Background: an optimization exercise with open tools, aiming at small area, a short achievable clock period and few clock cycles per item. Do not read the settings as production practice. Only simulation tests tie the RTL to the original design; equivalence was not proved. Power and IR drop assume default switching activity.

### flow/run.sh
#!/bin/bash
# synth_recipe.tcl (not shown) runs the flow's synth.tcl, then flattens the netlist and writes it again
# the make line also repeats each setting of config.mk as NAME=value (left out here)
make -C /OpenROAD-flow-scripts/flow DESIGN_CONFIG=/design/flow/config.mk WORK_HOME=/design/flow/orfs CLKGATE_MAP_FILE= SYNTH_SCRIPT=/design/flow/synth_recipe.tcl finish
### flow/config.mk
export PLATFORM = sky130hd
export DESIGN_NAME = bch_dec
export DESIGN_NICKNAME = bch_dec
export VERILOG_FILES = /design/flow/design.v
export SDC_FILE = /design/flow/constraint.sdc
export NUM_CORES = 4
export LEC_CHECK = 0
export CAP_MARGIN = 20
export CORE_MARGIN = 2
export CORE_UTILIZATION = 40
export SLEW_MARGIN = 20
### flow/constraint.sdc
create_clock -name core_clock -period 10.0 [get_ports {clk}]
set_input_delay 2.0000 -clock core_clock [delete_from_list [all_inputs] [get_ports {clk}]]
set_output_delay 2.0000 -clock core_clock [all_outputs]
set_load 0.01 [all_outputs]
### flow/design.v
module bch_dec (
    input  wire        clk,
    input  wire        rst,
    input  wire        in_valid,
    output wire        in_ready,
    input  wire [63:0] in_data,
    output reg         out_valid,
    output wire        out_fail,       
    output wire [1:0]  out_nerr,       
    output wire [10:0] out_pos0,       
    output wire [10:0] out_pos1,
    output wire [10:0] out_pos2
);
    function [10:0] gf_mul(input [10:0] a, input [10:0] b);
        integer i;
        begin
            gf_mul = 11'd0;
            for (i = 10; i >= 0; i = i - 1) begin
                gf_mul = {gf_mul[9:0], 1'b0} ^ (gf_mul[10] ? 11'h005 : 11'h000);
                if (b[i]) gf_mul = gf_mul ^ a;
            end
        end
    endfunction
    function tr(input [10:0] x);    
        tr = x[0] ^ x[9];
    endfunction
    function [10:0] f_sq1(input [10:0] x);
        begin
            f_sq1[0] = x[0] ^ x[10];
            f_sq1[1] = x[6];
            f_sq1[2] = x[1] ^ x[10];
            f_sq1[3] = x[6] ^ x[7];
            f_sq1[4] = x[2];
            f_sq1[5] = x[7] ^ x[8];
            f_sq1[6] = x[3];
            f_sq1[7] = x[8] ^ x[9];
            f_sq1[8] = x[4];
            f_sq1[9] = x[9] ^ x[10];
            f_sq1[10] = x[5];
        end
    endfunction
    function [10:0] f_sq2(input [10:0] x);
        begin
            f_sq2[0] = x[0] ^ x[5] ^ x[10];
            f_sq2[1] = x[3];
            f_sq2[2] = x[5] ^ x[6];
            f_sq2[3] = x[3] ^ x[8] ^ x[9];
            f_sq2[4] = x[1] ^ x[10];
            f_sq2[5] = x[4] ^ x[8] ^ x[9];
            f_sq2[6] = x[6] ^ x[7];
            f_sq2[7] = x[4] ^ x[9] ^ x[10];
            f_sq2[8] = x[2];
            f_sq2[9] = x[5] ^ x[9] ^ x[10];
            f_sq2[10] = x[7] ^ x[8];
        end
    endfunction
    function [10:0] f_sq3(input [10:0] x);
        begin
            f_sq3[0] = x[0] ^ x[5] ^ x[7] ^ x[8] ^ x[10];
            f_sq3[1] = x[6] ^ x[7];
            f_sq3[2] = x[3] ^ x[7] ^ x[8];
            f_sq3[3] = x[4] ^ x[6] ^ x[7] ^ x[9] ^ x[10];
            f_sq3[4] = x[5] ^ x[6];
            f_sq3[5] = x[2] ^ x[4] ^ x[9] ^ x[10];
            f_sq3[6] = x[3] ^ x[8] ^ x[9];
            f_sq3[7] = x[2] ^ x[5] ^ x[9] ^ x[10];
            f_sq3[8] = x[1] ^ x[10];
            f_sq3[9] = x[5] ^ x[7] ^ x[8] ^ x[9] ^ x[10];
            f_sq3[10] = x[4] ^ x[8] ^ x[9];
        end
    endfunction
    function [10:0] f_sq5(input [10:0] x);
        begin
            f_sq5[0] = x[0] ^ x[2] ^ x[5] ^ x[7];
            f_sq5[1] = x[4] ^ x[6] ^ x[7] ^ x[9] ^ x[10];
            f_sq5[2] = x[2] ^ x[3] ^ x[4] ^ x[8] ^ x[10];
            f_sq5[3] = x[1] ^ x[4] ^ x[5] ^ x[6] ^ x[8] ^ x[10];
            f_sq5[4] = x[4] ^ x[6] ^ x[7] ^ x[8] ^ x[9];
            f_sq5[5] = x[1] ^ x[6] ^ x[7] ^ x[8] ^ x[9];
            f_sq5[6] = x[2] ^ x[3] ^ x[5] ^ x[8] ^ x[10];
            f_sq5[7] = x[4] ^ x[6] ^ x[7] ^ x[10];
            f_sq5[8] = x[3] ^ x[7] ^ x[8];
            f_sq5[9] = x[2] ^ x[5] ^ x[7] ^ x[9];
            f_sq5[10] = x[1] ^ x[2] ^ x[5] ^ x[9];
        end
    endfunction
    function [10:0] f_sq6(input [10:0] x);
        begin
            f_sq6[0] = x[0] ^ x[1] ^ x[7] ^ x[9];
            f_sq6[1] = x[2] ^ x[3] ^ x[5] ^ x[8] ^ x[10];
            f_sq6[2] = x[1] ^ x[2] ^ x[4] ^ x[5] ^ x[6] ^ x[7] ^ x[10];
            f_sq6[3] = x[2] ^ x[3] ^ x[4] ^ x[5] ^ x[6] ^ x[7] ^ x[8];
            f_sq6[4] = x[2] ^ x[3] ^ x[4] ^ x[8] ^ x[10];
            f_sq6[5] = x[3] ^ x[4] ^ x[6] ^ x[8] ^ x[10];
            f_sq6[6] = x[1] ^ x[4] ^ x[5] ^ x[6] ^ x[8] ^ x[10];
            f_sq6[7] = x[2] ^ x[3] ^ x[5] ^ x[8] ^ x[9];
            f_sq6[8] = x[4] ^ x[6] ^ x[7] ^ x[8] ^ x[9];
            f_sq6[9] = x[1] ^ x[7];
            f_sq6[10] = x[1] ^ x[6] ^ x[7] ^ x[8] ^ x[9];
        end
    endfunction
    function [10:0] f_sq9(input [10:0] x);
        begin
            f_sq9[0] = x[0] ^ x[2] ^ x[5] ^ x[6] ^ x[7] ^ x[10];
            f_sq9[1] = x[1] ^ x[2] ^ x[3] ^ x[4] ^ x[6] ^ x[9] ^ x[10];
            f_sq9[2] = x[8];
            f_sq9[3] = x[1];
            f_sq9[4] = x[1] ^ x[3] ^ x[5];
            f_sq9[5] = x[1] ^ x[3] ^ x[5] ^ x[7] ^ x[9];
            f_sq9[6] = x[1] ^ x[2] ^ x[3] ^ x[5] ^ x[7] ^ x[9];
            f_sq9[7] = x[1] ^ x[2] ^ x[3] ^ x[5] ^ x[6] ^ x[7] ^ x[9];
            f_sq9[8] = x[1] ^ x[2] ^ x[3] ^ x[5] ^ x[6] ^ x[7] ^ x[9] ^ x[10];
            f_sq9[9] = x[2] ^ x[5] ^ x[6] ^ x[7] ^ x[9] ^ x[10];
            f_sq9[10] = x[1] ^ x[2] ^ x[3] ^ x[6] ^ x[9] ^ x[10];
        end
    endfunction
    function [10:0] f_sqrt(input [10:0] x);
        begin
            f_sqrt[0] = x[0] ^ x[1] ^ x[3] ^ x[5] ^ x[7] ^ x[9];
            f_sqrt[1] = x[1] ^ x[2] ^ x[3] ^ x[5] ^ x[7] ^ x[9];
            f_sqrt[2] = x[4];
            f_sqrt[3] = x[6];
            f_sqrt[4] = x[8];
            f_sqrt[5] = x[10];
            f_sqrt[6] = x[1];
            f_sqrt[7] = x[1] ^ x[3];
            f_sqrt[8] = x[1] ^ x[3] ^ x[5];
            f_sqrt[9] = x[1] ^ x[3] ^ x[5] ^ x[7];
            f_sqrt[10] = x[1] ^ x[3] ^ x[5] ^ x[7] ^ x[9];
        end
    endfunction
    function [10:0] f_ht(input [10:0] x);
        begin
            f_ht[0] = x[5] ^ x[7] ^ x[9] ^ x[10];
            f_ht[1] = x[2] ^ x[3] ^ x[4] ^ x[5] ^ x[6] ^ x[8] ^ x[10];
            f_ht[2] = x[3] ^ x[4] ^ x[5] ^ x[6] ^ x[8] ^ x[9] ^ x[10];
            f_ht[3] = x[1] ^ x[2] ^ x[3] ^ x[4] ^ x[5] ^ x[8] ^ x[10];
            f_ht[4] = x[3] ^ x[5] ^ x[6] ^ x[8] ^ x[9] ^ x[10];
            f_ht[5] = x[9] ^ x[10];
            f_ht[6] = x[1] ^ x[2] ^ x[3] ^ x[4] ^ x[5] ^ x[6] ^ x[8] ^ x[10];
            f_ht[7] = x[3] ^ x[6];
            f_ht[8] = x[3] ^ x[5] ^ x[6] ^ x[9] ^ x[10];
            f_ht[9] = x[5] ^ x[7] ^ x[9] ^ x[10];
            f_ht[10] = x[9];
        end
    endfunction
    function [10:0] f_htsq(input [10:0] x);
        begin
            f_htsq[0] = x[5] ^ x[7] ^ x[10];
            f_htsq[1] = x[1] ^ x[2] ^ x[3] ^ x[4] ^ x[5] ^ x[6] ^ x[8] ^ x[10];
            f_htsq[2] = x[2] ^ x[3] ^ x[4] ^ x[5] ^ x[6] ^ x[8] ^ x[9] ^ x[10];
            f_htsq[3] = x[1] ^ x[2] ^ x[4] ^ x[5] ^ x[8] ^ x[10];
            f_htsq[4] = x[3] ^ x[4] ^ x[5] ^ x[6] ^ x[8] ^ x[9] ^ x[10];
            f_htsq[5] = x[5] ^ x[9] ^ x[10];
            f_htsq[6] = x[1] ^ x[2] ^ x[3] ^ x[4] ^ x[5] ^ x[8] ^ x[10];
            f_htsq[7] = x[3] ^ x[6] ^ x[7];
            f_htsq[8] = x[3] ^ x[5] ^ x[6] ^ x[8] ^ x[9] ^ x[10];
            f_htsq[9] = x[5] ^ x[7] ^ x[10];
            f_htsq[10] = x[9] ^ x[10];
        end
    endfunction
    function [4:0] f_t23(input [10:0] x);
        case (x)
            11'd1: f_t23 = 5'd0;
            11'd167: f_t23 = 5'd16;
            11'd174: f_t23 = 5'd5;
            11'd281: f_t23 = 5'd12;
            11'd319: f_t23 = 5'd13;
            11'd322: f_t23 = 5'd14;
            11'd378: f_t23 = 5'd17;
            11'd418: f_t23 = 5'd21;
            11'd481: f_t23 = 5'd1;
            11'd552: f_t23 = 5'd4;
            11'd637: f_t23 = 5'd15;
            11'd1085: f_t23 = 5'd9;
            11'd1148: f_t23 = 5'd10;
            11'd1155: f_t23 = 5'd2;
            11'd1164: f_t23 = 5'd19;
            11'd1518: f_t23 = 5'd11;
            11'd1525: f_t23 = 5'd3;
            11'd1728: f_t23 = 5'd8;
            11'd1747: f_t23 = 5'd22;
            11'd1876: f_t23 = 5'd18;
            11'd1887: f_t23 = 5'd20;
            11'd1942: f_t23 = 5'd6;
            11'd2011: f_t23 = 5'd7;
            default: f_t23 = 5'd0;
        endcase
    endfunction
    function [6:0] f_t89(input [10:1] x);
        case (x)
            10'd0: f_t89 = 7'd0;
            10'd16: f_t89 = 7'd85;
            10'd17: f_t89 = 7'd30;
            10'd56: f_t89 = 7'd41;
            10'd59: f_t89 = 7'd22;
            10'd78: f_t89 = 7'd27;
            10'd81: f_t89 = 7'd76;
            10'd89: f_t89 = 7'd53;
            10'd96: f_t89 = 7'd15;
            10'd103: f_t89 = 7'd11;
            10'd110: f_t89 = 7'd1;
            10'd116: f_t89 = 7'd13;
            10'd125: f_t89 = 7'd10;
            10'd144: f_t89 = 7'd7;
            10'd166: f_t89 = 7'd5;
            10'd185: f_t89 = 7'd2;
            10'd188: f_t89 = 7'd54;
            10'd195: f_t89 = 7'd58;
            10'd199: f_t89 = 7'd45;
            10'd207: f_t89 = 7'd74;
            10'd212: f_t89 = 7'd36;
            10'd233: f_t89 = 7'd29;
            10'd238: f_t89 = 7'd59;
            10'd243: f_t89 = 7'd16;
            10'd252: f_t89 = 7'd42;
            10'd258: f_t89 = 7'd73;
            10'd266: f_t89 = 7'd31;
            10'd304: f_t89 = 7'd70;
            10'd307: f_t89 = 7'd55;
            10'd321: f_t89 = 7'd79;
            10'd328: f_t89 = 7'd57;
            10'd342: f_t89 = 7'd69;
            10'd368: f_t89 = 7'd75;
            10'd388: f_t89 = 7'd35;
            10'd411: f_t89 = 7'd23;
            10'd412: f_t89 = 7'd64;
            10'd441: f_t89 = 7'd86;
            10'd456: f_t89 = 7'd62;
            10'd468: f_t89 = 7'd25;
            10'd504: f_t89 = 7'd88;
            10'd506: f_t89 = 7'd24;
            10'd512: f_t89 = 7'd81;
            10'd514: f_t89 = 7'd60;
            10'd534: f_t89 = 7'd63;
            10'd535: f_t89 = 7'd78;
            10'd561: f_t89 = 7'd26;
            10'd568: f_t89 = 7'd77;
            10'd587: f_t89 = 7'd32;
            10'd592: f_t89 = 7'd14;
            10'd596: f_t89 = 7'd33;
            10'd612: f_t89 = 7'd72;
            10'd618: f_t89 = 7'd56;
            10'd623: f_t89 = 7'd43;
            10'd645: f_t89 = 7'd82;
            10'd654: f_t89 = 7'd12;
            10'd655: f_t89 = 7'd44;
            10'd662: f_t89 = 7'd17;
            10'd666: f_t89 = 7'd3;
            10'd691: f_t89 = 7'd20;
            10'd727: f_t89 = 7'd4;
            10'd731: f_t89 = 7'd68;
            10'd737: f_t89 = 7'd84;
            10'd755: f_t89 = 7'd9;
            10'd756: f_t89 = 7'd80;
            10'd757: f_t89 = 7'd19;
            10'd773: f_t89 = 7'd52;
            10'd790: f_t89 = 7'd28;
            10'd804: f_t89 = 7'd50;
            10'd808: f_t89 = 7'd67;
            10'd810: f_t89 = 7'd37;
            10'd822: f_t89 = 7'd66;
            10'd837: f_t89 = 7'd51;
            10'd841: f_t89 = 7'd18;
            10'd847: f_t89 = 7'd21;
            10'd849: f_t89 = 7'd61;
            10'd861: f_t89 = 7'd40;
            10'd865: f_t89 = 7'd38;
            10'd867: f_t89 = 7'd71;
            10'd876: f_t89 = 7'd8;
            10'd890: f_t89 = 7'd34;
            10'd892: f_t89 = 7'd49;
            10'd897: f_t89 = 7'd87;
            10'd903: f_t89 = 7'd65;
            10'd905: f_t89 = 7'd48;
            10'd919: f_t89 = 7'd83;
            10'd922: f_t89 = 7'd46;
            10'd944: f_t89 = 7'd39;
            10'd972: f_t89 = 7'd47;
            10'd986: f_t89 = 7'd6;
            default: f_t89 = 7'd0;
        endcase
    endfunction
    function [4:0] f_b15(input [6:0] b);
        case (b)
            7'd0: f_b15 = 5'd0;
            7'd1: f_b15 = 5'd15;
            7'd2: f_b15 = 5'd7;
            7'd3: f_b15 = 5'd22;
            7'd4: f_b15 = 5'd14;
            7'd5: f_b15 = 5'd6;
            7'd6: f_b15 = 5'd21;
            7'd7: f_b15 = 5'd13;
            7'd8: f_b15 = 5'd5;
            7'd9: f_b15 = 5'd20;
            7'd10: f_b15 = 5'd12;
            7'd11: f_b15 = 5'd4;
            7'd12: f_b15 = 5'd19;
            7'd13: f_b15 = 5'd11;
            7'd14: f_b15 = 5'd3;
            7'd15: f_b15 = 5'd18;
            7'd16: f_b15 = 5'd10;
            7'd17: f_b15 = 5'd2;
            7'd18: f_b15 = 5'd17;
            7'd19: f_b15 = 5'd9;
            7'd20: f_b15 = 5'd1;
            7'd21: f_b15 = 5'd16;
            7'd22: f_b15 = 5'd8;
            7'd23: f_b15 = 5'd0;
            7'd24: f_b15 = 5'd15;
            7'd25: f_b15 = 5'd7;
            7'd26: f_b15 = 5'd22;
            7'd27: f_b15 = 5'd14;
            7'd28: f_b15 = 5'd6;
            7'd29: f_b15 = 5'd21;
            7'd30: f_b15 = 5'd13;
            7'd31: f_b15 = 5'd5;
            7'd32: f_b15 = 5'd20;
            7'd33: f_b15 = 5'd12;
            7'd34: f_b15 = 5'd4;
            7'd35: f_b15 = 5'd19;
            7'd36: f_b15 = 5'd11;
            7'd37: f_b15 = 5'd3;
            7'd38: f_b15 = 5'd18;
            7'd39: f_b15 = 5'd10;
            7'd40: f_b15 = 5'd2;
            7'd41: f_b15 = 5'd17;
            7'd42: f_b15 = 5'd9;
            7'd43: f_b15 = 5'd1;
            7'd44: f_b15 = 5'd16;
            7'd45: f_b15 = 5'd8;
            7'd46: f_b15 = 5'd0;
            7'd47: f_b15 = 5'd15;
            7'd48: f_b15 = 5'd7;
            7'd49: f_b15 = 5'd22;
            7'd50: f_b15 = 5'd14;
            7'd51: f_b15 = 5'd6;
            7'd52: f_b15 = 5'd21;
            7'd53: f_b15 = 5'd13;
            7'd54: f_b15 = 5'd5;
            7'd55: f_b15 = 5'd20;
            7'd56: f_b15 = 5'd12;
            7'd57: f_b15 = 5'd4;
            7'd58: f_b15 = 5'd19;
            7'd59: f_b15 = 5'd11;
            7'd60: f_b15 = 5'd3;
            7'd61: f_b15 = 5'd18;
            7'd62: f_b15 = 5'd10;
            7'd63: f_b15 = 5'd2;
            7'd64: f_b15 = 5'd17;
            7'd65: f_b15 = 5'd9;
            7'd66: f_b15 = 5'd1;
            7'd67: f_b15 = 5'd16;
            7'd68: f_b15 = 5'd8;
            7'd69: f_b15 = 5'd0;
            7'd70: f_b15 = 5'd15;
            7'd71: f_b15 = 5'd7;
            7'd72: f_b15 = 5'd22;
            7'd73: f_b15 = 5'd14;
            7'd74: f_b15 = 5'd6;
            7'd75: f_b15 = 5'd21;
            7'd76: f_b15 = 5'd13;
            7'd77: f_b15 = 5'd5;
            7'd78: f_b15 = 5'd20;
            7'd79: f_b15 = 5'd12;
            7'd80: f_b15 = 5'd4;
            7'd81: f_b15 = 5'd19;
            7'd82: f_b15 = 5'd11;
            7'd83: f_b15 = 5'd3;
            7'd84: f_b15 = 5'd18;
            7'd85: f_b15 = 5'd10;
            7'd86: f_b15 = 5'd2;
            7'd87: f_b15 = 5'd17;
            7'd88: f_b15 = 5'd9;
            default: f_b15 = 5'd0;
        endcase
    endfunction
    reg  [4:0]  widx;                  
    reg         in_rdy;
    reg  [63:0] in_r;                  
    reg         take_r, last_r;
    reg  [10:0] acc1, acc3, acc5;
    reg         b_busy;
    reg  [15:0] b_st;                  
    assign in_ready = in_rdy;
    wire take = in_valid && in_rdy;
    wire [96:0] syn_in = {acc5, acc3, acc1, in_r};
    wire [32:0] syn_out;
    wire syn_x97 = syn_in[55] ^ syn_in[56];
    wire syn_x98 = syn_in[52] ^ syn_in[60];
    wire syn_x99 = syn_in[47] ^ syn_in[51];
    wire syn_x100 = syn_in[28] ^ syn_in[39];
    wire syn_x101 = syn_in[27] ^ syn_in[38];
    wire syn_x102 = syn_in[13] ^ syn_in[61];
    wire syn_x103 = syn_in[43] ^ syn_in[45];
    wire syn_x104 = syn_in[57] ^ syn_in[58];
    wire syn_x105 = syn_in[26] ^ syn_in[44];
    wire syn_x106 = syn_in[23] ^ syn_in[59];
    wire syn_x107 = syn_in[29] ^ syn_in[40];
    wire syn_x108 = syn_in[15] ^ syn_in[33];
    wire syn_x109 = syn_in[46] ^ syn_in[50];
    wire syn_x110 = syn_in[37] ^ syn_in[53];
    wire syn_x111 = syn_in[31] ^ syn_in[54];
    wire syn_x112 = syn_in[16] ^ syn_in[34];
    wire syn_x113 = syn_in[30] ^ syn_in[41];
    wire syn_x114 = syn_in[36] ^ syn_in[42];
    wire syn_x115 = syn_in[25] ^ syn_in[48];
    wire syn_x116 = syn_in[17] ^ syn_in[35];
    wire syn_x117 = syn_in[95] ^ syn_in[96];
    wire syn_x118 = syn_in[22] ^ syn_x97;
    wire syn_x119 = syn_in[14] ^ syn_in[62];
    wire syn_x120 = syn_in[20] ^ syn_in[24];
    wire syn_x121 = syn_in[63] ^ syn_x101;
    wire syn_x122 = syn_x98 ^ syn_x100;
    wire syn_x123 = syn_in[93] ^ syn_in[94];
    wire syn_x124 = syn_x99 ^ syn_x106;
    wire syn_x125 = syn_in[65] ^ syn_in[74];
    wire syn_x126 = syn_in[91] ^ syn_x117;
    wire syn_x127 = syn_in[32] ^ syn_x115;
    wire syn_x128 = syn_x102 ^ syn_x104;
    wire syn_x129 = syn_in[49] ^ syn_x103;
    wire syn_x130 = syn_in[19] ^ syn_in[63];
    wire syn_x131 = syn_in[59] ^ syn_x108;
    wire syn_x132 = syn_in[12] ^ syn_in[56];
    wire syn_x133 = syn_in[87] ^ syn_in[92];
    wire syn_x134 = syn_in[21] ^ syn_in[34];
    wire syn_x135 = syn_in[69] ^ syn_in[73];
    wire syn_x136 = syn_in[11] ^ syn_in[33];
    wire syn_x137 = syn_in[76] ^ syn_x109;
    wire syn_x138 = syn_in[68] ^ syn_in[72];
    wire syn_x139 = syn_in[66] ^ syn_in[70];
    wire syn_x140 = syn_in[18] ^ syn_in[62];
    wire syn_x141 = syn_in[27] ^ syn_x112;
    wire syn_x142 = syn_in[52] ^ syn_x105;
    wire syn_x143 = syn_in[10] ^ syn_x111;
    wire syn_x144 = syn_in[12] ^ syn_in[90];
    wire syn_x145 = syn_in[25] ^ syn_x99;
    wire syn_x146 = syn_in[89] ^ syn_x123;
    wire syn_x147 = syn_in[79] ^ syn_in[82];
    wire syn_x148 = syn_x107 ^ syn_x126;
    wire syn_x149 = syn_in[6] ^ syn_x119;
    wire syn_x150 = syn_in[80] ^ syn_in[83];
    wire syn_x151 = syn_in[61] ^ syn_x110;
    wire syn_x152 = syn_in[67] ^ syn_in[71];
    wire syn_x153 = syn_in[48] ^ syn_x113;
    wire syn_x154 = syn_in[4] ^ syn_in[60];
    wire syn_x155 = syn_in[51] ^ syn_x131;
    wire syn_x156 = syn_in[35] ^ syn_x147;
    wire syn_x157 = syn_in[21] ^ syn_in[31];
    wire syn_x158 = syn_in[38] ^ syn_x136;
    wire syn_x159 = syn_in[45] ^ syn_in[81];
    wire syn_x160 = syn_in[86] ^ syn_x133;
    wire syn_x161 = syn_in[5] ^ syn_x106;
    wire syn_x162 = syn_in[75] ^ syn_in[84];
    wire syn_x163 = syn_in[88] ^ syn_x105;
    wire syn_x164 = syn_in[3] ^ syn_x104;
    wire syn_x165 = syn_in[10] ^ syn_in[32];
    wire syn_x166 = syn_in[8] ^ syn_x97;
    wire syn_x167 = syn_in[7] ^ syn_x140;
    wire syn_x168 = syn_x132 ^ syn_x134;
    wire syn_x169 = syn_x125 ^ syn_x135;
    wire syn_x170 = syn_in[77] ^ syn_x150;
    wire syn_x171 = syn_in[8] ^ syn_x118;
    wire syn_x172 = syn_in[11] ^ syn_x121;
    wire syn_x173 = syn_in[49] ^ syn_x152;
    wire syn_x174 = syn_in[23] ^ syn_in[36];
    wire syn_x175 = syn_in[31] ^ syn_in[35];
    wire syn_x176 = syn_in[18] ^ syn_x122;
    wire syn_x177 = syn_in[15] ^ syn_x103;
    wire syn_x178 = syn_in[57] ^ syn_x120;
    wire syn_x179 = syn_in[44] ^ syn_in[47];
    wire syn_x180 = syn_in[7] ^ syn_in[26];
    wire syn_x181 = syn_in[24] ^ syn_x145;
    wire syn_x182 = syn_in[85] ^ syn_x129;
    wire syn_x183 = syn_in[36] ^ syn_x98;
    wire syn_x184 = syn_in[39] ^ syn_x139;
    wire syn_x185 = syn_in[50] ^ syn_x138;
    wire syn_x186 = syn_x109 ^ syn_x128;
    wire syn_x187 = syn_x116 ^ syn_x172;
    wire syn_x188 = syn_in[78] ^ syn_x137;
    wire syn_x189 = syn_x143 ^ syn_x180;
    wire syn_x190 = syn_in[37] ^ syn_x127;
    wire syn_x191 = syn_x114 ^ syn_x124;
    wire syn_x192 = syn_in[20] ^ syn_x113;
    wire syn_x193 = syn_in[9] ^ syn_in[40];
    wire syn_x194 = syn_in[58] ^ syn_x118;
    wire syn_x195 = syn_in[41] ^ syn_in[54];
    wire syn_x196 = syn_x111 ^ syn_x114;
    wire syn_x197 = syn_in[42] ^ syn_x157;
    wire syn_x198 = syn_in[47] ^ syn_x164;
    wire syn_x199 = syn_x108 ^ syn_x181;
    wire syn_x200 = syn_in[79] ^ syn_x132;
    wire syn_x201 = syn_x158 ^ syn_x194;
    wire syn_x202 = syn_in[73] ^ syn_x130;
    wire syn_x203 = syn_in[19] ^ syn_in[60];
    wire syn_x204 = syn_in[82] ^ syn_x107;
    wire syn_x205 = syn_in[7] ^ syn_x133;
    wire syn_x206 = syn_in[53] ^ syn_x141;
    wire syn_x207 = syn_in[25] ^ syn_x107;
    wire syn_x208 = syn_in[2] ^ syn_x178;
    wire syn_x209 = syn_x110 ^ syn_x182;
    wire syn_x210 = syn_in[55] ^ syn_x187;
    wire syn_x211 = syn_x101 ^ syn_x165;
    wire syn_x212 = syn_in[43] ^ syn_x207;
    wire syn_x213 = syn_x120 ^ syn_x177;
    wire syn_x214 = syn_in[59] ^ syn_x186;
    wire syn_x215 = syn_in[28] ^ syn_x102;
    wire syn_x216 = syn_in[51] ^ syn_x161;
    wire syn_x217 = syn_in[52] ^ syn_in[84];
    wire syn_x218 = syn_in[49] ^ syn_x131;
    wire syn_x219 = syn_in[50] ^ syn_in[91];
    wire syn_x220 = syn_x117 ^ syn_x163;
    wire syn_x221 = syn_x153 ^ syn_x197;
    wire syn_x222 = syn_x173 ^ syn_x175;
    wire syn_x223 = syn_x146 ^ syn_x220;
    wire syn_x224 = syn_in[32] ^ syn_in[94];
    wire syn_x225 = syn_in[55] ^ syn_x195;
    wire syn_x226 = syn_in[9] ^ syn_in[30];
    wire syn_x227 = syn_x193 ^ syn_x196;
    wire syn_x228 = syn_in[44] ^ syn_x156;
    wire syn_x229 = syn_in[86] ^ syn_x148;
    wire syn_x230 = syn_in[22] ^ syn_x162;
    wire syn_x231 = syn_x206 ^ syn_x214;
    wire syn_x232 = syn_in[70] ^ syn_x112;
    wire syn_x233 = syn_in[11] ^ syn_in[29];
    wire syn_x234 = syn_in[71] ^ syn_x116;
    wire syn_x235 = syn_in[0] ^ syn_x201;
    wire syn_x236 = syn_x136 ^ syn_x166;
    wire syn_x237 = syn_x123 ^ syn_x160;
    wire syn_x238 = syn_x151 ^ syn_x234;
    wire syn_x239 = syn_in[42] ^ syn_in[64];
    wire syn_x240 = syn_x102 ^ syn_x190;
    wire syn_x241 = syn_in[13] ^ syn_x104;
    wire syn_x242 = syn_x168 ^ syn_x184;
    wire syn_x243 = syn_in[49] ^ syn_x159;
    wire syn_x244 = syn_x149 ^ syn_x226;
    wire syn_x245 = syn_in[43] ^ syn_in[46];
    wire syn_x246 = syn_in[77] ^ syn_x105;
    wire syn_x247 = syn_x115 ^ syn_x204;
    wire syn_x248 = syn_in[45] ^ syn_x122;
    wire syn_x249 = syn_in[16] ^ syn_x215;
    wire syn_x250 = syn_in[88] ^ syn_x141;
    wire syn_x251 = syn_in[53] ^ syn_x121;
    wire syn_x252 = syn_in[30] ^ syn_x223;
    wire syn_x253 = syn_in[1] ^ syn_x103;
    wire syn_x254 = syn_x176 ^ syn_x200;
    wire syn_x255 = syn_x125 ^ syn_x242;
    wire syn_x256 = syn_in[14] ^ syn_x171;
    wire syn_x257 = syn_in[14] ^ syn_x185;
    wire syn_x258 = syn_in[17] ^ syn_x233;
    wire syn_x259 = syn_x119 ^ syn_x191;
    wire syn_x260 = syn_x112 ^ syn_x144;
    wire syn_x261 = syn_in[19] ^ syn_x110;
    wire syn_x262 = syn_x183 ^ syn_x232;
    wire syn_x263 = syn_x192 ^ syn_x218;
    wire syn_x264 = syn_x155 ^ syn_x241;
    assign syn_out[0] = syn_in[20] ^ syn_in[66] ^ syn_x107 ^ syn_x169 ^ syn_x179 ^ syn_x235 ^ syn_x239;
    assign syn_out[1] = syn_in[57] ^ syn_in[67] ^ syn_x106 ^ syn_x153 ^ syn_x253 ^ syn_x255;
    assign syn_out[2] = syn_in[13] ^ syn_in[29] ^ syn_in[46] ^ syn_in[47] ^ syn_in[60] ^ syn_in[64] ^ syn_in[68] ^ syn_x97 ^ syn_x158 ^ syn_x169 ^ syn_x208 ^ syn_x222;
    assign syn_out[3] = syn_in[30] ^ syn_in[36] ^ syn_in[61] ^ syn_in[69] ^ syn_x127 ^ syn_x198 ^ syn_x255 ^ syn_x257;
    assign syn_out[4] = syn_in[4] ^ syn_in[22] ^ syn_in[26] ^ syn_in[37] ^ syn_in[40] ^ syn_in[48] ^ syn_in[62] ^ syn_x135 ^ syn_x139 ^ syn_x222 ^ syn_x264;
    assign syn_out[5] = syn_in[32] ^ syn_in[41] ^ syn_in[58] ^ syn_in[74] ^ syn_x121 ^ syn_x161 ^ syn_x173 ^ syn_x257 ^ syn_x262;
    assign syn_out[6] = syn_in[6] ^ syn_in[24] ^ syn_in[60] ^ syn_x100 ^ syn_x135 ^ syn_x155 ^ syn_x185 ^ syn_x238 ^ syn_x239;
    assign syn_out[7] = syn_in[38] ^ syn_in[51] ^ syn_in[54] ^ syn_in[61] ^ syn_in[72] ^ syn_x167 ^ syn_x169 ^ syn_x212 ^ syn_x262;
    assign syn_out[8] = syn_in[8] ^ syn_in[55] ^ syn_in[62] ^ syn_in[74] ^ syn_x113 ^ syn_x142 ^ syn_x184 ^ syn_x202 ^ syn_x238;
    assign syn_out[9] = syn_in[20] ^ syn_in[45] ^ syn_in[56] ^ syn_in[64] ^ syn_in[72] ^ syn_in[74] ^ syn_x140 ^ syn_x152 ^ syn_x227 ^ syn_x251;
    assign syn_out[10] = syn_in[21] ^ syn_in[37] ^ syn_in[57] ^ syn_in[64] ^ syn_in[65] ^ syn_x100 ^ syn_x138 ^ syn_x165 ^ syn_x202 ^ syn_x225 ^ syn_x245;
    assign syn_out[11] = syn_in[48] ^ syn_in[54] ^ syn_in[83] ^ syn_in[85] ^ syn_x100 ^ syn_x109 ^ syn_x142 ^ syn_x156 ^ syn_x159 ^ syn_x235 ^ syn_x259;
    assign syn_out[12] = syn_in[4] ^ syn_in[15] ^ syn_in[52] ^ syn_x100 ^ syn_x130 ^ syn_x150 ^ syn_x189 ^ syn_x230 ^ syn_x231 ^ syn_x247;
    assign syn_out[13] = syn_in[39] ^ syn_in[53] ^ syn_in[76] ^ syn_x127 ^ syn_x129 ^ syn_x130 ^ syn_x191 ^ syn_x192 ^ syn_x217 ^ syn_x228 ^ syn_x236;
    assign syn_out[14] = syn_in[1] ^ syn_in[12] ^ syn_in[19] ^ syn_in[37] ^ syn_in[50] ^ syn_in[75] ^ syn_x154 ^ syn_x170 ^ syn_x174 ^ syn_x181 ^ syn_x182 ^ syn_x189 ^ syn_x194 ^ syn_x249;
    assign syn_out[15] = syn_in[5] ^ syn_in[16] ^ syn_in[81] ^ syn_x124 ^ syn_x188 ^ syn_x203 ^ syn_x210 ^ syn_x212 ^ syn_x230;
    assign syn_out[16] = syn_in[33] ^ syn_in[48] ^ syn_in[75] ^ syn_x98 ^ syn_x137 ^ syn_x147 ^ syn_x168 ^ syn_x178 ^ syn_x209 ^ syn_x227 ^ syn_x246;
    assign syn_out[17] = syn_x101 ^ syn_x119 ^ syn_x142 ^ syn_x166 ^ syn_x170 ^ syn_x188 ^ syn_x208 ^ syn_x216 ^ syn_x240 ^ syn_x258;
    assign syn_out[18] = syn_in[6] ^ syn_in[17] ^ syn_in[61] ^ syn_in[78] ^ syn_in[81] ^ syn_x99 ^ syn_x120 ^ syn_x153 ^ syn_x162 ^ syn_x174 ^ syn_x246 ^ syn_x254;
    assign syn_out[19] = syn_in[22] ^ syn_in[80] ^ syn_x128 ^ syn_x134 ^ syn_x145 ^ syn_x188 ^ syn_x209 ^ syn_x211 ^ syn_x225 ^ syn_x228;
    assign syn_out[20] = syn_in[21] ^ syn_in[26] ^ syn_x164 ^ syn_x170 ^ syn_x199 ^ syn_x243 ^ syn_x244 ^ syn_x251 ^ syn_x254;
    assign syn_out[21] = syn_in[24] ^ syn_in[27] ^ syn_in[57] ^ syn_in[78] ^ syn_in[80] ^ syn_x102 ^ syn_x167 ^ syn_x197 ^ syn_x217 ^ syn_x243 ^ syn_x247 ^ syn_x261;
    assign syn_out[22] = syn_in[0] ^ syn_in[90] ^ syn_x148 ^ syn_x154 ^ syn_x221 ^ syn_x224 ^ syn_x231 ^ syn_x236;
    assign syn_out[23] = syn_in[56] ^ syn_in[92] ^ syn_x98 ^ syn_x116 ^ syn_x124 ^ syn_x128 ^ syn_x213 ^ syn_x229 ^ syn_x244 ^ syn_x261;
    assign syn_out[24] = syn_in[21] ^ syn_in[28] ^ syn_in[95] ^ syn_x118 ^ syn_x129 ^ syn_x144 ^ syn_x154 ^ syn_x167 ^ syn_x187 ^ syn_x195 ^ syn_x219 ^ syn_x237 ^ syn_x264;
    assign syn_out[25] = syn_in[5] ^ syn_x99 ^ syn_x148 ^ syn_x149 ^ syn_x163 ^ syn_x183 ^ syn_x211 ^ syn_x237 ^ syn_x245 ^ syn_x249 ^ syn_x263;
    assign syn_out[26] = syn_in[3] ^ syn_in[39] ^ syn_in[43] ^ syn_x116 ^ syn_x134 ^ syn_x196 ^ syn_x199 ^ syn_x205 ^ syn_x252 ^ syn_x256;
    assign syn_out[27] = syn_in[22] ^ syn_in[24] ^ syn_in[46] ^ syn_x101 ^ syn_x143 ^ syn_x151 ^ syn_x203 ^ syn_x252 ^ syn_x253 ^ syn_x259 ^ syn_x260;
    assign syn_out[28] = syn_in[89] ^ syn_x97 ^ syn_x144 ^ syn_x189 ^ syn_x198 ^ syn_x224 ^ syn_x229 ^ syn_x248 ^ syn_x263;
    assign syn_out[29] = syn_in[29] ^ syn_in[44] ^ syn_x114 ^ syn_x126 ^ syn_x130 ^ syn_x160 ^ syn_x176 ^ syn_x186 ^ syn_x216 ^ syn_x256 ^ syn_x260;
    assign syn_out[30] = syn_in[63] ^ syn_in[93] ^ syn_in[96] ^ syn_x108 ^ syn_x149 ^ syn_x151 ^ syn_x179 ^ syn_x205 ^ syn_x219 ^ syn_x221 ^ syn_x248 ^ syn_x250 ^ syn_x258;
    assign syn_out[31] = syn_in[4] ^ syn_in[18] ^ syn_in[57] ^ syn_in[92] ^ syn_x142 ^ syn_x146 ^ syn_x171 ^ syn_x174 ^ syn_x175 ^ syn_x177 ^ syn_x190 ^ syn_x193 ^ syn_x250;
    assign syn_out[32] = syn_in[2] ^ syn_in[23] ^ syn_in[46] ^ syn_in[62] ^ syn_in[90] ^ syn_in[95] ^ syn_x111 ^ syn_x122 ^ syn_x146 ^ syn_x179 ^ syn_x210 ^ syn_x213 ^ syn_x240;
    wire       b_load = take_r && last_r;
    wire       b_pass;                 
    wire [4:0] widx_n = take ? ((widx == 5'd19) ? 5'd0 : widx + 5'd1) : widx;
    wire       b_busy_n = b_load || (b_busy && !b_pass);
    always @(posedge clk) begin
        in_r <= in_data & {{16{1'b1}}, {48{widx != 5'd19}}};
        last_r <= (widx == 5'd19);
        if (rst) begin
            widx   <= 5'd0;
            take_r <= 1'b0;
            in_rdy <= 1'b1;
            acc1   <= 11'd0;
            acc3   <= 11'd0;
            acc5   <= 11'd0;
        end else begin
            widx   <= widx_n;
            take_r <= take;
            in_rdy <= (widx_n != 5'd19) || !b_busy_n;
            if (take_r) begin
                acc1 <= last_r ? 11'd0 : syn_out[10:0];
                acc3 <= last_r ? 11'd0 : syn_out[21:11];
                acc5 <= last_r ? 11'd0 : syn_out[32:22];
            end
        end
    end
    reg [10:0] b_s1, b_s3, b_s5, b_r1, b_d, b_x, b_a, b_t;
    reg        b_allz, b_case2, b_dz, b_trk;
    wire       c_busy;
    assign     b_pass = b_busy && b_st[15] && !c_busy;
    wire b_c2 = b_case2, b_c3 = !b_case2;
    wire [10:0] b_ma =
        ({11{b_st[0] | b_st[3] | (b_st[11] & b_c2)}} & b_s1) |
        ({11{b_st[1]}}                               & b_r1) |
        ({11{b_st[2]}}                               & b_s3) |
        ({11{b_st[4] | (b_st[10] & b_c2)}}           & b_d) |
        ({11{b_st[6] | b_st[8]}}                     & b_x) |
        ({11{b_st[7] | b_st[9]}}                     & b_a) |
        ({11{b_st[10] & b_c3}}                       & f_sq2(b_a)) |
        ({11{b_st[11] & b_c3}}                       & f_sq3(b_d)) |
        ({11{b_st[12]}}                              & f_sq3(b_a)) |
        ({11{b_st[13]}}                              & f_sq3(b_s5)) |
        ({11{b_st[14]}}                              & f_sq1(b_s5));
    wire [10:0] b_mb =
        ({11{b_st[0] | b_st[1]}}                     & f_sq1(b_s1)) |
        ({11{b_st[2]}}                               & b_d) |
        ({11{b_st[3] | b_st[4]}}                     & b_s5) |
        ({11{b_st[6]}}                               & f_sq1(b_x)) |
        ({11{b_st[7]}}                               & f_sq2(b_a)) |
        ({11{b_st[8] | b_st[10] | b_st[12] | b_st[14]}} & f_sq1(b_a)) |
        ({11{b_st[9]}}                               & f_sq5(b_a)) |
        ({11{b_st[11] & b_c2}}                       & f_ht(b_t)) |
        ({11{(b_st[11] & b_c3) | b_st[13]}}          & b_t);
    wire [10:0] b_m = gf_mul(b_ma, b_mb);
    always @(posedge clk) begin
        if (rst) begin
            b_busy <= 1'b0;
        end else if (b_load) begin
            b_busy <= 1'b1;
        end else if (b_pass) begin
            b_busy <= 1'b0;
        end
        if (rst) begin
            b_st <= 16'h8000;
        end else if (b_load) begin
            b_st <= 16'd1;
            b_s1 <= syn_out[10:0];
            b_s3 <= syn_out[21:11];
            b_s5 <= syn_out[32:22];
        end else if (!b_st[15]) begin
            b_st <= {b_st[14:0], 1'b0};
        end
        if (b_st[0])  begin b_r1 <= b_m; b_allz <= (b_s1 == 11'd0) && (b_s3 == 11'd0) && (b_s5 == 11'd0); end
        if (b_st[1])  begin b_s5 <= b_m ^ b_s5; b_d <= b_r1 ^ b_s3; end
        if (b_st[2] | b_st[10] | b_st[12]) b_t <= b_m;
        if (b_st[3] | b_st[13]) b_x <= b_m;
        if (b_st[3])  b_dz <= (b_d == 11'd0);
        if (b_st[4])  b_case2 <= (b_x == b_t);
        if (b_st[4] | b_st[6] | b_st[7] | b_st[8] | b_st[9]) b_a <= b_m;
        if (b_st[5])  b_x <= b_case2 ? b_r1 : b_a;
        if (b_st[11]) begin b_r1 <= b_dz ? b_s1 : b_m; b_trk <= tr(b_t); end
        if (b_st[14]) b_d <= b_m;
    end
    reg        c_bsy;
    reg [11:0] c_st;                   
    reg [10:0] c_s1, c_c, c_ic, c_sp, c_za, c_zb, c_t;
    reg [1:0]  c_n;
    reg        c_fail, c_ok;
    wire       d_busy;
    assign     c_busy = c_bsy;
    wire       c_pass = c_bsy && c_st[11] && !d_busy;
    wire       c_k3 = (c_n == 2'd3);
    wire       b_k3 = !b_allz && !b_dz && !b_case2;
    wire c_up = c_st[0] | c_st[1] | c_st[4];           
    wire c_dn = c_st[2] | c_st[3] | c_st[5] | c_st[6];  
    wire c_lad = c_up | c_dn;
    wire [10:0] c_ma =
        ({11{c_lad | c_st[8]}}    & c_za) |
        ({11{c_st[7]}}            & c_ic) |
        ({11{c_st[9] | c_st[10]}} & c_sp);
    wire [10:0] c_mb =
        ({11{c_lad}}              & c_zb) |
        ({11{c_st[7]}}            & (f_sq1(c_za) ^ 11'd1)) |
        ({11{c_st[8]}}            & f_htsq(c_zb)) |
        ({11{c_st[9]}}            & c_za) |
        ({11{c_st[10]}}           & c_t);
    wire [10:0] c_m = gf_mul(c_ma, c_mb);
    always @(posedge clk) begin
        if (rst) begin
            c_bsy <= 1'b0;
        end else if (b_pass) begin
            c_bsy <= 1'b1;
        end else if (c_pass) begin
            c_bsy <= 1'b0;
        end
        if (rst) begin
            c_st   <= 12'h800;
        end else if (b_pass) begin
            c_st   <= 12'd1;
            c_s1   <= b_s1;
            c_n    <= b_allz ? 2'd0 : b_dz ? 2'd1 : b_case2 ? 2'd2 : 2'd3;
            c_fail <= !b_allz && (b_dz ? !(b_s5 == 11'd0 && b_s1 != 11'd0) :
                                  b_case2 ? b_trk : (b_s5 == 11'd0 || !tr(b_x)));
            c_c  <= b_k3 ? f_sqrt(b_r1) : b_r1 ^ b_s1;
            c_ic <= b_k3 ? f_sqrt(b_x)  : b_r1;
            c_za <= f_sqrt(b_r1);
            c_zb <= b_r1;
            c_sp <= f_sqrt(b_d);
        end else if (!c_st[11]) begin
            c_st <= {c_st[10:0], 1'b0};
        end
        if (c_up) begin c_za <= c_m ^ c_c; c_zb <= f_sq1(c_zb); end
        if (c_dn) begin c_za <= f_sq1(c_za); c_zb <= c_m ^ c_c; end
        if (c_st[7]) begin c_zb <= c_m; c_ok <= (c_zb == f_sq2(c_za)); end
        if (c_st[8]) c_t <= c_m;
        if (c_st[9] & c_k3)  c_c  <= c_m;
        if (c_st[10] & c_k3) c_ic <= c_m;
    end
    reg        d_bsy;
    reg [13:0] d_st;                   
    reg [10:0] d_x0, d_x1, d_x2, d_e5, d_e69, d_e534;
    reg [1:0]  d_n;
    reg        d_fail;
    reg [4:0]  d_k;
    reg [6:0]  d_b;
    reg [10:0] d_q0, d_q1, d_q2;
    assign     d_busy = d_bsy;
    wire d_p0 = d_st[0] | d_st[3] | d_st[6];           
    wire d_p1 = d_st[1] | d_st[4] | d_st[7];           
    wire d_p2 = d_st[2] | d_st[5] | d_st[8];           
    wire [10:0] d_ma = ({11{d_p0}} & d_x0) | ({11{d_p1 | d_p2}} & d_e5);
    wire [10:0] d_mb = ({11{d_p0}} & f_sq2(d_x0)) | ({11{d_p1}} & f_sq6(d_x0)) |
                       ({11{d_p2}} & f_sq9(d_e69));
    wire [10:0] d_m = gf_mul(d_ma, d_mb);
    wire [6:0]  d_bn  = f_t89(d_e69[10:1]);
    wire [5:0]  d_kd  = {1'b0, f_t23(d_e534)} - {1'b0, f_b15(d_bn)};
    wire [4:0]  d_kn  = d_kd[5] ? d_kd[4:0] + 5'd23 : d_kd[4:0];
    wire [10:0] d_i   = d_k * 11'd89 + {4'd0, d_b};
    wire        d_ok  = (d_i >= 11'd48) && (d_i <= 11'd1279);
    wire [10:0] d_pos = 11'd1279 - d_i;
    wire        d_key_st = d_st[4] | d_st[7] | d_st[10];
    wire        d_use = d_st[4] ? (d_n != 2'd0) : d_st[7] ? d_n[1] : (d_n == 2'd3);
    wire [10:0] d_key = (d_use && d_ok) ? d_pos : 11'h7ff;
    wire        d_sw01 = d_q1 < d_q0;
    wire        d_sw12 = d_q2 < d_q1;
    always @(posedge clk) begin
        if (rst) begin
            d_bsy     <= 1'b0;
            out_valid <= 1'b0;
        end else begin
            if (c_pass) d_bsy <= 1'b1;
            else if (d_st[13]) d_bsy <= 1'b0;
            out_valid <= d_bsy && d_st[13];
        end
        if (rst) begin
            d_st   <= 14'd0;
        end else if (c_pass) begin
            d_st   <= 14'd1;
            d_x0   <= c_c ^ c_s1;
            d_x1   <= c_ic ^ c_s1;
            d_x2   <= c_c ^ c_ic ^ c_s1;
            d_n    <= c_n;
            d_fail <= c_fail || (c_k3 && !c_ok);
        end else begin
            d_st <= {d_st[12:0], 1'b0};
            if (d_key_st && d_use && !d_ok) d_fail <= 1'b1;
        end
        if (d_p0) d_e5  <= d_m;
        if (d_p1) d_e69 <= d_m;
        if (d_p2) begin d_e534 <= d_m; d_x0 <= d_x1; d_x1 <= d_x2; end
        d_k <= d_kn;
        d_b <= d_bn;
        if (d_key_st) begin d_q2 <= d_key; d_q1 <= d_q2; d_q0 <= d_q1; end
        if ((d_st[11] | d_st[13]) && d_sw01) begin d_q0 <= d_q1; d_q1 <= d_q0; end
        if (d_st[12] && d_sw12) begin d_q1 <= d_q2; d_q2 <= d_q1; end
    end
    assign out_fail = d_fail;
    assign out_nerr = d_fail ? 2'd0 : d_n;
    assign out_pos0 = (!d_fail && d_n != 2'd0) ? d_q0 : 11'd0;
    assign out_pos1 = (!d_fail && d_n[1])      ? d_q1 : 11'd0;
    assign out_pos2 = (!d_fail && d_n == 2'd3) ? d_q2 : 11'd0;
endmodule
==> results.json, run 1 <==
{
  "fin_nets": 4019,
  "fin_setup_tns_ns": 0,
  "wl_per_cell_um": 22.9,
  "gp_congestion": 0.975,
  "cts_resized": 0,
  "grt_pass1_wl_um": 175000,
  "use_met2_pct": 40.5,
  "finalMaxSlewViolations": 0,
  "cts_made_buffers": 50,
  "drcViolationCount": 0,
  "start_util_pct": 40.5,
  "cts.path.max_buffers": 3,
  "synth_most_common_cell": "xnor2_1",
  "yosys_register_bits": 438,
  "clock-sinks": 438,
  "rsz0062_at_grt": "no",
  "synth_area_leaders": "edfxtp_1 (23%), xnor2_1 (20%), dfxtp_1 (9.3%)",
  "cp-end-kind": "register",
  "irDropWorstVdd_uv": 272,
  "syn-mean-instance-area_um2": 8.96,
  "drt_iter0_markers": 3028,
  "slew_headroom_pct": 22.4,
  "drive_gt1_share_pct": 5.98,
  "hpwlAfterDp_um": 85200,
  "clock_latency_ns": 0.63,
  "crit_chain": "nor4bb_1 > a221oi_1 > or3_1 > nand3b_1 > nor4_4 > buf_4 > and2_0 > or2_2 > o21ai_0 > mux2i_1 > nand2_1 > o21ai_0 > a22oi_1 > ha_1 > a21oi_1 > o21ai_0 > a21o_1 > a21o_1 > a31oi_1 > xor2_1",
  "fp.dieArea_mm2": 0.0906,
  "postSynthCellCount": 3937,
  "cts_max_level": 2,
  "finalPower_mw": 6.71,
  "grt_util_met3_pct": 3.72,
  "viasPerCell": 5.64,
  "hold_path.class": "register to register",
  "use_met1_pct": 34.4,
  "max_cap_viol_count": 0,
  "seq_area_frac_synth_pct": 32.7,
  "holdBufCountCts": 0,
  "cts_tree": "yes",
  "leakage_nw": 13.7,
  "syn_nets": 4084,
  "final.min_clock_period_ns": 5.72,
  "wirelength_um": 116000,
  "min_period_over_period_pct": 57.2,
  "yosys-top-cells-count": "xnor2_1 (811), nand2_1 (411), nor2_1 (322)",
  "die_h_um": 301,
  "crit_type": "register to register",
  "ios": 105,
  "grt_max_degree": 56,
  "hold_viol_final": 0,
  "setup_violations": 0,
  "globalRouteTotalUtil_pct": 25.1,
  "synth_top_area_share_pct": 23.4,
  "post_cts_buffers": 0,
  "synthArstFlopShare_pct": 0,
  "root_buffer": "clkbuf_16",
  "worstPathMaxFanout": 25,
  "n_antenna_cell": 0,
  "ys_warn_count": 1,
  "crit_path_frequent_cell": "o21ai_0",
  "synth_cell_types": 88,
  "vias": 28600,
  "area_growth_syn_to_layout_pct": 10.2,
  "antenna_found_initial": 1,
  "grt_most_used_layer": "met2",
  "finClkSkew_ns": 0.0312,
  "portBuffers": 104,
  "required_ns": 10.55,
  "dr.pass1.iters": 9,
  "synth_edf_count": 275,
  "netlist_area_mm2": 0.0353,
  "p_per_area_mw_per_mm2": 173,
  "grt_pass1_vias": 27400,
  "startpoint_type": "register",
  "rows": 108,
  "tightest_slew_ns": 1.16,
  "fmax_mhz": 175,
  "crit_slowest_cell": "nor4bb_1",
  "synth_ff_type": "edfxtp_1",
  "yosysTopAreaCell": "edfxtp_1",
  "grt_overflow_total": 0,
  "core_area_mm2": 0.0870,
  "clkTransAtPathRegs_ns": 0.06,
  "slowest_delay_ns": 1.01,
  "status": "finished clean",
  "ant_nets": 0,
  "die_w_um": 301,
  "arrival_ns": 6.27
}
[cells by family after synthesis]
family | after synthesis | share of synthesized area [%]
compound gates | 621 | 11.8
xor+xnor | 1121 | 29.3
fa+ha+maj | 80 | 3.01
buf+inv | 402 | 4.44
flops | 438 | 32.7
mux | 79 | 2.35
simple gates | 1196 | 16.4
[area by class of cell]
type / count / area (um2)
Tap cell: 1155 / 1450
Fill cell: 8493 / 48200
Clock buffer: 61 / 1380
Inverter: 116 / 435
Sequential cell: 438 / 11500
Multi-Input combinational cell: 3097 / 22200
Timing Repair Buffer: 169 / 1520
Clock inverter: 32 / 337
[final timing paths]
path | cells after the start | slack, ns | endpoint | start
worst min-delay path | 1 | 0.43 | d_st[10]$_SDFF_PP0_ | d_st[9]$_SDFF_PP0_
worst min register to register | 1 | 0.43 | d_st[10]$_SDFF_PP0_ | d_st[9]$_SDFF_PP0_
worst max-delay path | 20 | 4.28 | d_k[3]$_DFF_P_ | d_e69[7]$_DFFE_PP_
worst max register to register | 20 | 4.28 | d_k[3]$_DFF_P_ | d_e69[7]$_DFFE_PP_
[stage by stage]
stage	util (%)	setup slack (ns)	std cells	hold slack (ns)	cell area [um2]
floorplan	-	5.28	3937	0.406	35300
detailed placement	42.7	4.37	4975	0.418	37200
finish	44.7	4.28	5068	0.429	38900
global placement	42.7	4.23	4975	0.412	37100
global route	44.7	3.86	5068	0.458	38900
CTS	44.7	4.38	5068	0.433	38900
[critical path: cells and delay by family, from the launching register on]
family,cells,cell delay (ns)
simple gates,7,2.32
compound gates,9,1.75
xor+xnor,1,0.15
fa+ha+maj,1,0.26
buf+inv,1,0.20
mux,1,0.08
flops,1,0.90
[flip-flops by register name, summed over array words and instances, names as in the netlist, 12 cells and up]
name  flops
b_st     16
c_st     12
d_st     14
in_r     64
[placed cells by master, fill, tap and decap left out, types with 51 or more instances in the layout]
cell	instances
a21oi_1	148
clkdlybuf4s50_1	103
nor2b_1	95
nand2_1	411
ha_1	72
inv_1	116
edfxtp_1	275
o21ai_0	146
buf_4	65
nor3_1	51
nor2_1	321
clkbuf_16	52
xnor2_1	811
dfxtp_1	163
mux2i_1	51
xor2_1	269
[where the power goes]
group	internal, mW	switching, mW
registers	2.12	0.111
clock network	1.10	0.820
logic	1.21	1.35
total	4.43	2.28
[routing by layer]
| layer | up-vias | share of wire (%) |
|---|---|---|
| met2 | 1252 | 46 |
| met1 | 13800 | 43 |
| met5 | - | 0 |
| li1 | 13300 | - |
| met3 | 235 | 7.8 |
| met4 | 0 | 3.4 |
Testbench counts, summed over its fixed seeds: cycles 9,952, rows 480.
==> run 2, diff against run 1 <==
--- a/flow/config.mk
+++ b/flow/config.mk
@@ -5,6 +5,7 @@
 export SDC_FILE = /design/flow/constraint.sdc
 export NUM_CORES = 4
 export LEC_CHECK = 0
+export ABC_AREA = 1
 export CAP_MARGIN = 20
 export CORE_MARGIN = 2
 export CORE_UTILIZATION = 40
==> run 2 against run 1 <==
  * Clock power about the same
  * Wire length up 18%
  * Sequential power about the same
  * Global-route usage up 2.0 points
  * Largest power group unchanged
  * Synthesized cell count up 41%
==> results.json, run 2 <==
{
  "multiInputGateArea_mm2": 0.0231,
  "fin_setup_tns_ns": 0,
  "mostFrequentLayoutCells": "nand2_1 (1805), inv_1 (659), nand3_1 (441)",
  "cts_tree": "yes",
  "grt_overflow_total": 0,
  "drt_iter0_markers": 3438,
  "seq_area_frac_synth_pct": 30.3,
  "die_w_um": 313,
  "tightest_slew_ns": 1.06,
  "startpoint_type": "register",
  "grt_pass1_vias": 34000,
  "finClkSkew_ns": 0.0288,
  "final.min_clock_period_ns": 5.79,
  "gp_congestion": 0.999,
  "syn-mean-instance-area_um2": 6.84,
  "wl_met3_um": 9500,
  "clock_latency_ns": 0.63,
  "fmax_mhz": 173,
  "p_switching_mw": 2.45,
  "synth_cell_types": 72,
  "irDropWorstVdd_uv": 199,
  "vias": 36100,
  "place_area_mm2": 0.0400,
  "utilization_pct": 44.1,
  "setup_slack_ns": 4.21,
  "ys_warn_count": 1,
  "r2r_slack_ns": 4.21,
  "comb_power_share_pct": 38.0,
  "synth_top_area_share_pct": 21.7,
  "synth_area_leaders": "edfxtp_1 (22%), nand2_1 (18%), xor2_1 (9.7%)",
  "die_h_um": 313,
  "p_int_mw": 4.32,
  "portBuffers": 104,
  "maxUsedRoutingLayer": "met4",
  "n_antenna_cell": 0,
  "yosysTopAreaCell": "edfxtp_1",
  "cts_resized": 0,
  "min_period_over_period_pct": 57.9,
  "pre_cts_ws_ns": 4.26,
  "cts_max_level": 2,
  "worstPathMaxFanout": 20,
  "dr.pass1.iters": 6,
  "clkTransAtPathRegs_ns": 0.06,
  "ant_nets": 0,
  "crit_type": "register to register",
  "register_area_mm2": 0.0115,
  "hold_viol_final": 0,
  "antenna_found_initial": 0,
  "root_buffer": "clkbuf_16",
  "dr_wl_met2_um": 63500,
  "crit_path_frequent_cell": "nand2_1",
  "required_ns": 10.54,
  "slew_headroom_pct": 28.9,
  "wl_per_cell_um": 19.9,
  "leakage_nw": 18.5,
  "ios": 105,
  "hold_path.class": "register to register",
  "layout_commonest_cell": "nand2_1",
  "rsz0062_at_grt": "no",
  "netlist_area_mm2": 0.0381,
  "synth_most_common_cell": "nand2_1",
  "slowest_delay_ns": 0.65,
  "drcViolationCount": 0,
  "postSynthCellCount": 5567,
  "p_seq_share_pct": 33.3,
  "drive_gt1_share_pct": 3.75,
  "crit_chain": "inv_1 > ha_1 > inv_1 > nor2_1 > buf_4 > o21ai_0 > nand2_1 > nor4_1 > nand3_1 > inv_1 > a21oi_1 > a211oi_1 > o21ai_0 > ha_1 > a21oi_1 > nand2_1 > nand2_1 > nand2_1 > a21oi_1 > inv_1 > nor2_1 > nand2_1 > o21ai_0 > xor2_1",
  "hpwlAfterDp_um": 106000,
  "syn_nets": 5714,
  "post_cts_buffers": 0,
  "cp-end-kind": "register",
  "regMostFlops": "in_r",
  "grt_max_degree": 62,
  "max_cap_viol_count": 0,
  "cts_made_buffers": 52,
  "p_sw_share_pct": 36.2,
  "core_area_mm2": 0.0947,
  "yosys_register_bits": 438,
  "crit_slowest_cell": "nand3_1",
  "status": "finished clean",
  "synth_ff_type": "edfxtp_1",
  "start_util_pct": 40.2,
  "stdcell_area_mm2": 0.0417,
  "wl_met1_um": 57300,
  "holdBufCountCts": 0,
  "fill_cells": 9871,
  "fp.dieArea_mm2": 0.0977,
  "globalRouteTotalUtil_pct": 27.1,
  "arrival_ns": 6.33,
  "p_per_area_mw_per_mm2": 162,
  "viasPerCell": 5.26,
  "clock-sinks": 438,
  "area_growth_syn_to_layout_pct": 9.60,
  "hold_slack_ns": 0.406,
  "cts.path.max_buffers": 3,
  "wirelength_um": 136000,
  "setup_violations": 0,
  "pwr-share-clk_pct": 28.7,
  "synth_edf_count": 275,
  "rows": 113,
  "largest_reg_flops": 64,
  "grt_pass1_wl_um": 206000,
  "finalMaxSlewViolations": 0,
  "fin_nets": 5697,
  "synthArstFlopShare_pct": 0,
  "yosys-top-cells-count": "nand2_1 (1805), inv_1 (660), nand3_1 (441)",
  "reg_top3": "in_r x64, b_st x16, d_st x14"
}
run 2: changes by cell type after synthesis, sizes merged, moves of 37 or more:
cell	previous run	this run
nand2	411	1818
inv	116	682
xnor2	822	390
nand3	42	445
xor2	271	429
clkbuf	235	98
nor2b	95	1
nor2	322	391
o21ai	148	212
buf	51	104
mux2i	51	2
a222oi	37	0
run 2: layer usage:
layer	up-vias	global-route usage, %
met2	1410	45.4
met1	16800	35.7
met4	0	10.4
met3	285	3.44
met5	-	0
li1	17600	-
run 2: layout make-up:
| class | instances | area share, % |
|---|---|---|
| clock inverter | 28 | 0.621 |
| multi-input combinational | 4241 | 55.3 |
| tap | 1265 | 3.79 |
| sequential | 438 | 27.6 |
| inverter | 686 | 6.17 |
| clock buffer | 70 | 3.56 |
| timing repair buffer | 131 | 2.97 |
run 2: worst paths after layout:
path / to / cells after the start / startpoint
worst max-delay path: d_k[4]$_DFF_P_ / 24 / d_e69[1]$_DFFE_PP_
worst min-delay path: d_st[10]$_SDFF_PP0_ / 2 / d_st[9]$_SDFF_PP0_
worst max register to register: d_k[4]$_DFF_P_ / 24 / d_e69[1]$_DFFE_PP_
worst min register to register: d_st[10]$_SDFF_PP0_ / 2 / d_st[9]$_SDFF_PP0_
run 2: through the flow:
stage	total power, mW	cells
4_1_cts	6.80	6859
3_5_place_dp	4.85	6761
6_report	6.77	6859
5_1_grt	7.09	6859
3_3_place_gp	4.84	6761
2_1_floorplan	4.21	5567
run 2: critical path: cells and delay by family (launching register included):
kind | cells | cell delay, ns
xor+xnor | 1 | 0.15
fa+ha+maj | 2 | 0.66
compound gates | 7 | 1.56
buf+inv | 5 | 1.14
flops | 1 | 0.42
simple gates | 9 | 1.77
run 2: power groups by stage:
stage	registers [mW]	clock network, mW	logic (mW)
after floorplan	2.24	0	1.97
after global placement	2.29	0	2.54
after global routing	2.26	2.04	2.79
final	2.26	1.94	2.57
after detailed placement	2.29	0	2.56
after CTS	2.25	1.97	2.57
run 2: logic make-up after synthesis:
family          Yosys count  synth area share [%]
buf+inv                 888                  9.23
compound gates          479                  7.16
simple gates           2860                  31.4
flops                   438                  30.3
mux                       2                0.0526
fa+ha+maj                80                  2.79
xor+xnor                820                  19.2

## what the ideal ports hide
How much do the figures lean on ideal ports? The routed layouts below were timed once more, with nothing changed but the port constraints. Step 1: set_driving_cell puts a clkbuf_16 on clk and a buf_2 on each other input, an assumption about the parent block. Step 2, shift: input delay + t, output delay - t, t = (earliest + latest rising clock arrival at the registers) / 2. This alone moves slack from input paths to output paths. Slacks: ideal / step 1 / step 2; pairs: ideal / step 1.
run	t (ns)	setup WS [ns]	worst setup path at the end
run 1	0.682	4.277 / 4.277 / 4.277	register to register
run 2	0.683	4.214 / 4.214 / 4.214	register to register
After both steps every run listed still meets setup and hold.
